Context: an optimization exercise on an open-source flow, tuned for small area, a short achievable clock period and few clock cycles. The choices shown serve that exercise and are no tape-out recipe.
At most, simulation tests tie the RTL to the original design; equivalence was not proved.
Power figures rest on the tool's default switching activity, not on a simulated workload.

==> flow/design.v <==
module light_dec (
    input  wire [23:0] stored,
    output reg  [17:0] data,
    output reg  [2:0]  status
);
    localparam [2:0] ST_OK     = 3'd0;   
    localparam [2:0] ST_CHECK  = 3'd1;   
    localparam [2:0] ST_DATA   = 3'd2;   
    localparam [2:0] ST_POISON = 3'd3;   
    localparam [2:0] ST_UNCORR = 3'd4;   
    localparam [17:0] M0 = 18'h003FF;
    localparam [17:0] M1 = 18'h0FC0F;
    localparam [17:0] M2 = 18'h31C71;
    localparam [17:0] M3 = 18'h36592;
    localparam [17:0] M4 = 18'h1AAA4;
    localparam [17:0] M5 = 18'h2D348;
    wire [17:0] d = stored[17:0];
    wire [5:0]  recomputed = {^(d & M5), ^(d & M4), ^(d & M3),
                              ^(d & M2), ^(d & M1), ^(d & M0)};
    wire [5:0]  syn = stored[23:18] ^ recomputed;
    function [5:0] column(input integer bit_i);
        column = {M5[bit_i], M4[bit_i], M3[bit_i], M2[bit_i], M1[bit_i], M0[bit_i]};
    endfunction
    integer i;
    reg     hit;
    always @(*) begin
        data   = d;
        status = ST_UNCORR;
        hit    = 1'b0;
        if (syn == 6'd0) begin
            status = ST_OK;
        end else if (syn == 6'b000011) begin
            status = ST_POISON;
        end else if (syn == 6'b000001 || syn == 6'b000010 || syn == 6'b000100 ||
                     syn == 6'b001000 || syn == 6'b010000 || syn == 6'b100000) begin
            status = ST_CHECK;
        end else begin
            for (i = 0; i < 18; i = i + 1) begin
                if (syn == column(i)) begin
                    data[i] = ~d[i];
                    hit     = 1'b1;
                end
            end
            if (hit)
                status = ST_DATA;
        end
    end
endmodule
module page_codec (
    input  wire         clk,
    input  wire         rst,         
    input  wire         in_valid,
    output wire         in_ready,
    input  wire [23:0]  in_word,
    output reg          w_valid,
    output reg  [17:0]  w_data,
    output reg  [2:0]   w_status,
    output reg          pg_done,
    output wire [287:0] pg_check,    
    output wire [287:0] pg_syn,      
    output wire         pg_nz,       
    output wire [7:0]   pg_uncorr    
);
    localparam NCHK = 32;
    function [8:0] gf_mul(input [8:0] a, input [8:0] b);
        integer k;
        reg [8:0] acc, sh;
        begin
            acc = 9'd0;
            sh  = a;
            for (k = 0; k < 9; k = k + 1) begin
                if (b[k])
                    acc = acc ^ sh;
                sh = {sh[7:0], 1'b0} ^ (sh[8] ? 9'h011 : 9'h000);
            end
            gf_mul = acc;
        end
    endfunction
    function [8:0] gen_coef(input integer i);
        case (i)
             1: gen_coef = 9'h197;  2: gen_coef = 9'h02D;  3: gen_coef = 9'h008;  4: gen_coef = 9'h186;
             5: gen_coef = 9'h0DB;  6: gen_coef = 9'h1B0;  7: gen_coef = 9'h085;  8: gen_coef = 9'h143;
             9: gen_coef = 9'h19E; 10: gen_coef = 9'h1E8; 11: gen_coef = 9'h067; 12: gen_coef = 9'h0A8;
            13: gen_coef = 9'h03D; 14: gen_coef = 9'h1BD; 15: gen_coef = 9'h063; 16: gen_coef = 9'h193;
            17: gen_coef = 9'h0BA; 18: gen_coef = 9'h01C; 19: gen_coef = 9'h130; 20: gen_coef = 9'h1C9;
            21: gen_coef = 9'h1C6; 22: gen_coef = 9'h146; 23: gen_coef = 9'h09A; 24: gen_coef = 9'h036;
            25: gen_coef = 9'h1C4; 26: gen_coef = 9'h0DF; 27: gen_coef = 9'h179; 28: gen_coef = 9'h0A7;
            29: gen_coef = 9'h05E; 30: gen_coef = 9'h04B; 31: gen_coef = 9'h0BC; 32: gen_coef = 9'h04E;
            default: gen_coef = 9'h000;
        endcase
    endfunction
    function [8:0] alpha_pow(input integer j);
        integer k;
        reg [8:0] a;
        begin
            a = 9'h001;
            for (k = 0; k < j; k = k + 1)
                a = {a[7:0], 1'b0} ^ (a[8] ? 9'h011 : 9'h000);
            alpha_pow = a;
        end
    endfunction
    assign in_ready = 1'b1;
    reg  [23:0] in_r;
    reg         in_v;
    reg  [7:0]  in_idx;                    
    always @(posedge clk) begin
        in_r <= in_word;
        if (rst) begin
            in_v   <= 1'b0;
            in_idx <= 8'd0;
        end else begin
            in_v <= in_valid;
            if (in_v)
                in_idx <= (in_idx == 8'd239) ? 8'd0 : in_idx + 8'd1;
        end
    end
    wire [17:0] dec_data;
    wire [2:0]  dec_status;
    light_dec u_dec (.stored(in_r), .data(dec_data), .status(dec_status));
    reg first_word, last_word, data_word;   
    reg chk_first;                          
    reg fb_rem;                             
    reg [8:0] fb_pre_lo;                    
    reg [8:0] fb_pre;                       
    always @(posedge clk) begin
        w_data     <= dec_data;
        w_status   <= dec_status;
        fb_pre_lo  <= (in_idx < 8'd224) ? dec_data[8:0] : 9'd0;
        fb_pre     <= (in_idx < 8'd224) ? (dec_data[17:9] ^ gf_mul(dec_data[8:0], gen_coef(1))) : 9'd0;
        fb_rem     <= (in_idx != 8'd0) && (in_idx < 8'd224);
        chk_first  <= (in_idx == 8'd224);
        first_word <= (in_idx == 8'd0);
        last_word  <= (in_idx == 8'd239);
        data_word  <= (in_idx < 8'd224);
        if (rst)
            w_valid <= 1'b0;
        else
            w_valid <= in_v;
    end
    wire       accept = w_valid;
    wire [8:0] sym_lo = w_data[8:0];       
    wire [8:0] sym_hi = w_data[17:9];      
    reg  [8:0] rem     [0:NCHK-1];
    reg  [8:0] rem0g;                       
    reg  [8:0] fbq_lo, fbq_hi;              
    wire [8:0] rem_nxt [0:NCHK-1];
    wire [8:0] rem_full [2:NCHK+1];         
    wire [8:0] fb_lo = fb_pre_lo ^ (fb_rem ? rem[0] : 9'd0);
    wire [8:0] fb_hi = fb_pre    ^ (fb_rem ? (rem[1] ^ rem0g) : 9'd0);
    genvar gi;
    generate
        for (gi = 2; gi < NCHK; gi = gi + 1) begin : g_full
            if (gi < NCHK - 1) begin : g_two
                assign rem_full[gi] = rem[gi] ^ gf_mul(fbq_lo, gen_coef(gi + 2)) ^
                                                gf_mul(fbq_hi, gen_coef(gi + 1));
            end else begin : g_one
                assign rem_full[gi] = rem[gi] ^ gf_mul(fbq_hi, gen_coef(gi + 1));
            end
        end
        assign rem_full[NCHK]     = 9'd0;
        assign rem_full[NCHK + 1] = 9'd0;
        wire [8:0] full2 = first_word ? 9'd0 : rem_full[2];
        wire [8:0] full3 = first_word ? 9'd0 : rem_full[3];
        assign rem_nxt[0] = full2 ^ gf_mul(fb_lo, gen_coef(2)) ^ gf_mul(fb_hi, gen_coef(1));
        assign rem_nxt[1] = full3 ^ gf_mul(fb_lo, gen_coef(3)) ^ gf_mul(fb_hi, gen_coef(2));
        wire [8:0] full2g = first_word ? 9'd0 :
                            (gf_mul(rem[2], gen_coef(1)) ^
                             gf_mul(fbq_lo, gf_mul(gen_coef(4), gen_coef(1))) ^
                             gf_mul(fbq_hi, gf_mul(gen_coef(3), gen_coef(1))));
        wire [8:0] rem0g_nxt = full2g ^
                               gf_mul(fb_lo, gf_mul(gen_coef(2), gen_coef(1))) ^
                               gf_mul(fb_hi, gf_mul(gen_coef(1), gen_coef(1)));
        for (gi = 2; gi < NCHK; gi = gi + 1) begin : g_lag
            if (gi < NCHK - 2) begin : g_shift
                assign rem_nxt[gi] = first_word ? 9'd0 : rem_full[gi + 2];
            end else begin : g_wrap
                assign rem_nxt[gi] = data_word ? 9'd0 : rem[gi - (NCHK - 2)];
            end
        end
        always @(posedge clk) begin
            if (accept) begin
                rem0g  <= rem0g_nxt;
                fbq_lo <= fb_lo;
                fbq_hi <= fb_hi;
            end
        end
        for (gi = 0; gi < NCHK; gi = gi + 1) begin : g_enc
            always @(posedge clk) begin
                if (accept)
                    rem[gi] <= rem_nxt[gi];
            end
        end
        for (gi = 0; gi < NCHK / 2; gi = gi + 1) begin : g_chk_out
            assign pg_check[18*gi +: 18] = {rem[2*gi + 1], rem[2*gi]};
        end
    endgenerate
    reg  nz_acc;
    wire chk_diff = |{rem[1] ^ sym_hi, rem[0] ^ sym_lo};
    always @(posedge clk) begin
        if (accept && !data_word)
            nz_acc <= (chk_first ? 1'b0 : nz_acc) | chk_diff;
    end
    assign pg_nz = nz_acc;
    reg  [8:0] syn [0:NCHK-1];
    generate
        for (gi = 0; gi < NCHK; gi = gi + 1) begin : g_syn
            wire [8:0] s_mul = first_word ? 9'd0 : gf_mul(syn[gi], alpha_pow(2 * gi));
            wire [8:0] s_nxt = s_mul ^ gf_mul(sym_lo, alpha_pow(gi)) ^ sym_hi;
            always @(posedge clk) begin
                if (accept)
                    syn[gi] <= s_nxt;
            end
            assign pg_syn[9*gi +: 9] = syn[gi];
        end
    endgenerate
    reg  [7:0] uncorr_cnt;
    wire       is_uncorr = (w_status == 3'd4);
    always @(posedge clk) begin
        if (accept) begin
            uncorr_cnt <= (first_word ? 8'd0 : uncorr_cnt) + {7'd0, is_uncorr};
        end
        if (rst)
            pg_done <= 1'b0;
        else
            pg_done <= accept && last_word;
    end
    assign pg_uncorr = uncorr_cnt;
endmodule
==> flow/config.mk <==
export PLATFORM = sky130hd
export DESIGN_NAME = page_codec
export DESIGN_NICKNAME = page_codec
export VERILOG_FILES = /design/flow/design.v
export SDC_FILE = /design/flow/constraint.sdc
export NUM_CORES = 4
export LEC_CHECK = 0
export ABC_CLOCK_PERIOD_IN_PS = 3000
export CAP_MARGIN = 20
export CORE_MARGIN = 2
export CORE_UTILIZATION = 40
export PLACE_DENSITY = 0.85
export SLEW_MARGIN = 20
==> flow/constraint.sdc <==
create_clock -name core_clock -period 10.0 [get_ports {clk}]
set_input_delay 2.0000 -clock core_clock [delete_from_list [all_inputs] [get_ports {clk}]]
set_output_delay 2.0000 -clock core_clock [all_outputs]
set_load 0.01 [all_outputs]
standard.sh (not shown) runs the stock make flow with config.mk's settings and CLKGATE_MAP_FILE= SYNTH_SCRIPT=/design/flow/synth_recipe.tcl, a recipe that flattens the netlist after the stock synthesis.
==> flow/flow/run.sh <==
#!/bin/bash
# Standard ORFS layout, with every port buffered by a small, fast buffer
# (sky130_fd_sc_hd__buf_1) instead of the resizer's default choice, and a
# clock tree with fewer levels.
set -euo pipefail
export BUFFER_PORTS_ARGS="-buffer_cell sky130_fd_sc_hd__buf_1"
export SETUP_SLACK_MARGIN=6.5
export CTS_ARGS="-sink_clustering_enable -repair_clock_nets -sink_clustering_size 20 -sink_clustering_max_diameter 100"
bash standard.sh > standard_flow.log 2>&1
Edit:
--- a/flow/design.v
+++ b/flow/design.v
@@ -164,9 +164,5 @@
         assign rem_nxt[0] = full2 ^ gf_mul(fb_lo, gen_coef(2)) ^ gf_mul(fb_hi, gen_coef(1));
         assign rem_nxt[1] = full3 ^ gf_mul(fb_lo, gen_coef(3)) ^ gf_mul(fb_hi, gen_coef(2));
-        wire [8:0] full2g = first_word ? 9'd0 :
-                            (gf_mul(rem[2], gen_coef(1)) ^
-                             gf_mul(fbq_lo, gf_mul(gen_coef(4), gen_coef(1))) ^
-                             gf_mul(fbq_hi, gf_mul(gen_coef(3), gen_coef(1))));
-        wire [8:0] rem0g_nxt = full2g ^
+        wire [8:0] rem0g_nxt = gf_mul(full2, gen_coef(1)) ^
                                gf_mul(fb_lo, gf_mul(gen_coef(2), gen_coef(1))) ^
                                gf_mul(fb_hi, gf_mul(gen_coef(1), gen_coef(1)));
Outcome:
- The new run ran to the end with no violations
- final cell count falls by 1.9%
- setup slack is better by 130 ps
- power rises by 1.6%
- utilization falls by 0.20 points
- combinational power rises by 2.5%
- cell area falls by 1.6%
Testbench counts after the change, summed over its fixed seeds: cycles 30,744.
For the first run of this note, only the layout was checked, not whether the RTL still works.

## separate check: timing with driven ports
The results above use ideal ports. As a check the final layouts listed here were re-extracted and re-timed, cells and wires unchanged.
Step 1 (the two cells are an assumption about what drives the block):
set clk [get_ports {clk}]
set_driving_cell -lib_cell sky130_fd_sc_hd__clkbuf_16 $clk
set_driving_cell -lib_cell sky130_fd_sc_hd__buf_2 [delete_from_list [all_inputs] $clk]
Step 2, shift: input delay + t, output delay - t, t = (earliest + latest rising clock arrival at the registers) / 2. This alone moves slack from input paths to output paths.
a / b / c = no drivers / after step 1 / after step 2; a / b = the first two.
run	t, ns	slack for setup (ns)	hold slack, ns
the first run	0.718	6.374 / 6.374 / 6.374	0.467 / 0.467 / 0.467
the second run	0.716	6.505 / 6.432 / 6.540	0.504 / 0.504 / 0.504
After both steps every run listed still meets setup and hold.
